Context: an optimization exercise on an open-source flow, tuned for small area and a short achievable clock period. The choices shown serve that exercise and are no tape-out recipe.
The RTL was checked by simulation tests, not by an equivalence proof against the original design.
No activity file was given, so power comes from the tool's default toggle rates.

Design ic_line_codec, start of the top module:
module ic_line_codec (
    input  wire         clk,
    input  wire         rst,             
    input  wire         rd_valid,
    input  wire [351:0] rd_line,         
    output reg          rd_out_valid,
    output reg  [351:0] rd_out_line,     
    output reg  [3:0]   rd_out_ce,
    output reg  [3:0]   rd_out_ue,
    output reg  [15:0]  rd_out_sym,      
    input  wire         wr_valid,
    input  wire [255:0] wr_data,         
    output reg          wr_out_valid,
    output reg  [95:0]  wr_out_check     
);
For scale: about 6100 cells after synthesis, about 1100 I/O pins, ~59000 µm² of cells after synthesis.
clock: 6.0 ns
lec_check: 0
cap_margin: 20
core_margin: 2
core_utilization: 55
setup_slack_margin: 3.3
slew_margin: 20
standard.sh (not shown) runs the stock make flow with config.mk's settings and CLKGATE_MAP_FILE= SYNTH_SCRIPT=/design/flow/synth_recipe.tcl, a recipe that flattens the netlist after the stock synthesis.
==> flow/flow/run.sh <==
#!/bin/bash
# The standard layout, with every input port buffered by buf_2 and every
# output port by buf_1 (flip-flops drive the outputs) instead of the buffer
# cell buffer_ports picks by default.
set -euo pipefail
export BUFFER_PORTS_ARGS="-inputs -buffer_cell sky130_fd_sc_hd__buf_2"
export POST_GLOBAL_PLACE_TCL="$PWD/flow/outbuf.tcl"
bash standard.sh > standard.log 2>&1
==> flow/flow/outbuf.tcl <==
# Buffer every output port; detailed placement legalizes the new buffers.
buffer_ports -outputs -buffer_cell sky130_fd_sc_hd__buf_1
Change:
==> flow/flow/run.sh (replaced) <==
#!/bin/bash
# The standard layout, with every input and output port buffered by a plain
# buffer cell instead of the one buffer_ports picks by default.
set -euo pipefail
export BUFFER_PORTS_ARGS="-buffer_cell sky130_fd_sc_hd__buf_2"
bash standard.sh > standard.log 2>&1
Settings changed: CORE_UTILIZATION 55 to 62.
removed: flow/flow/outbuf.tcl
Outcome: Sequential power rises by about 2%. Cell area rises by about 1.6%. Hold slack improved by 11 ps.

---

== job 101 ==
Starting RTL as in the previous note.
Settings: LEC_CHECK=0, CAP_MARGIN=20, CORE_MARGIN=2, CORE_UTILIZATION=55, SETUP_SLACK_MARGIN=3.3, SLEW_MARGIN=20; clock period 6.0 ns.
==> flow/flow/run.sh <==
#!/bin/bash
# The standard layout, with every input and output port buffered by a plain
# buffer cell instead of the one buffer_ports picks by default.
set -euo pipefail
export BUFFER_PORTS_ARGS="-buffer_cell sky130_fd_sc_hd__buf_2"
bash standard.sh > standard.log 2>&1
Input-level comparison between job 102 and job 101:
-- flow/config.mk --
<<< job 101, line 11
export SETUP_SLACK_MARGIN = 3.3
>>> job 102, line 11
export SETUP_SLACK_MARGIN = 3.2
[summary]
Start point of the critical path: synd_q[8] -> job 101, wr_data[189] -> job 102
The clock network power of job 102 is higher than that of job 101.
Job 102 has less setup slack than job 101.
Measured against each other, job 102 and job 101 differ in utilization, the higher figure coming from job 101.
In job 102 the logic depth of the worst register-to-register path turned out 1 lower than in job 101.
In job 102 the leakage power of the design turned out 3.9% lower than in job 101.
Comparing job 101 with job 102, the transition time at the pin with the least slew margin came out essentially unchanged.
Setup changes, job 102 to job 103
-- flow/config.mk --
<<< job 102, line 10
export CORE_UTILIZATION = 55
export SETUP_SLACK_MARGIN = 3.2
>>> job 103, line 10
export CORE_UTILIZATION = 50
export SETUP_SLACK_MARGIN = 3.1
Results
From job 102 to job 103 the numbers moved as follows: area fraction of clock buffers and clock inverters fell 0.20 points, share of the clock period used by the worst path has increased, level count of the clock H-tree now sits at about the same level, share of the final layout cell area in multi-input gates roughly the same, logic gate share of total power rose 0.6 points.
Diff job 102 -> job 103: slew of the pin with the lowest slew margin went up by 0.026 ns; number of gates given a new drive strength after cts went down by 36; clock skew flat; total wire length up 16 mm; fraction of power spent switching nets has increased.
Clock-pin slew on the worst setup and hold paths across job 103 and job 102: no real change.

---

ic_line_codec, a different RTL version from the one above (not shown whole).
For scale: roughly 1,100 I/O pins.
export LEC_CHECK = 0
export CAP_MARGIN = 20
export CORE_MARGIN = 2
export CORE_UTILIZATION = 55
export SETUP_SLACK_MARGIN = 2.2
export SLEW_MARGIN = 20
create_clock -name core_clock -period 6.0 [get_ports {clk}]
Scripts as last shown in full above: flow/flow/run.sh
Rerun with:
--- a/flow/config.mk
+++ b/flow/config.mk
@@ -9,4 +9,4 @@
 export CORE_MARGIN = 2
 export CORE_UTILIZATION = 55
-export SETUP_SLACK_MARGIN = 2.2
+export SETUP_SLACK_MARGIN = 2.8
 export SLEW_MARGIN = 20
Result: The new run never finished: it broke off in 5_1_grt, error GRT-0232; synthesized area is unchanged; synthesized cell count is unchanged.
Rerun with:
==> flow/flow/run.sh (replaced) <==
#!/bin/bash
# The standard layout, with every input and output port buffered by a plain
# buffer cell instead of the one buffer_ports picks by default, and timing
# repair limited to resizing, pin swaps and cloning.
set -euo pipefail
export BUFFER_PORTS_ARGS="-buffer_cell sky130_fd_sc_hd__buf_2"
export SETUP_MOVE_SEQUENCE="unbuffer,sizeup,swap,clone"
bash standard.sh > standard.log 2>&1
--- a/flow/config.mk
+++ b/flow/config.mk
@@ -9,4 +9,4 @@
 export CORE_MARGIN = 2
 export CORE_UTILIZATION = 55
-export SETUP_SLACK_MARGIN = 2.8
+export SETUP_SLACK_MARGIN = 2.2
 export SLEW_MARGIN = 20
Outcome: This time the run completed with no timing, DRC or antenna violations. Synthesized area does not change. Synthesized cell count is unchanged.

## static timing again, ports no longer ideal
The results above use ideal ports. As a check the final layouts listed here were re-extracted and re-timed, cells and wires unchanged. Step 1, drivers: a clkbuf_16 drives clk and a buf_2 each remaining input, both assumed. Step 2 adds t to the input delays and takes it off the output delays; t is the mean of the earliest and latest rising clock arrival at the registers after step 1. Input paths then give back, and output paths get back, about the clock's delay inside the block. Slacks: no drivers / after step 1 / after step 2; pairs: no drivers / after step 1.
| run | t, ns | setup slack, ns | worst register clock-pin slew, ns | worst data-port slew with drivers (ns) |
|---|---|---|---|---|
| the first run of note 1 | 0.788 | 3.162 / 3.162 / 2.528 | 0.07 / 0.07 | 0.16 |
| the second run of note 1 | 0.766 | 2.943 / 2.943 / 2.522 | 0.08 / 0.08 | 0.19 |
| job 101 | 0.780 | 3.220 / 3.220 / 2.548 | 0.07 / 0.07 | 0.18 |
| job 102 | 0.756 | 3.193 / 3.195 / 2.442 | 0.07 / 0.07 | 0.14 |
| job 103 | 0.776 | 3.079 / 3.114 / 2.359 | 0.07 / 0.07 | 0.22 |
| the first run of note 3 | 0.723 | 2.031 / 2.083 / 1.360 | 0.07 / 0.07 | 0.17 |
| the third run of note 3 | 0.726 | 2.081 / 2.108 / 1.382 | 0.07 / 0.07 | 0.17 |
After both steps setup and hold are still met in every run listed. The setup slack of job 102, which loses most, moves by +0.002 ns with the drivers and by -0.751 ns with both steps.
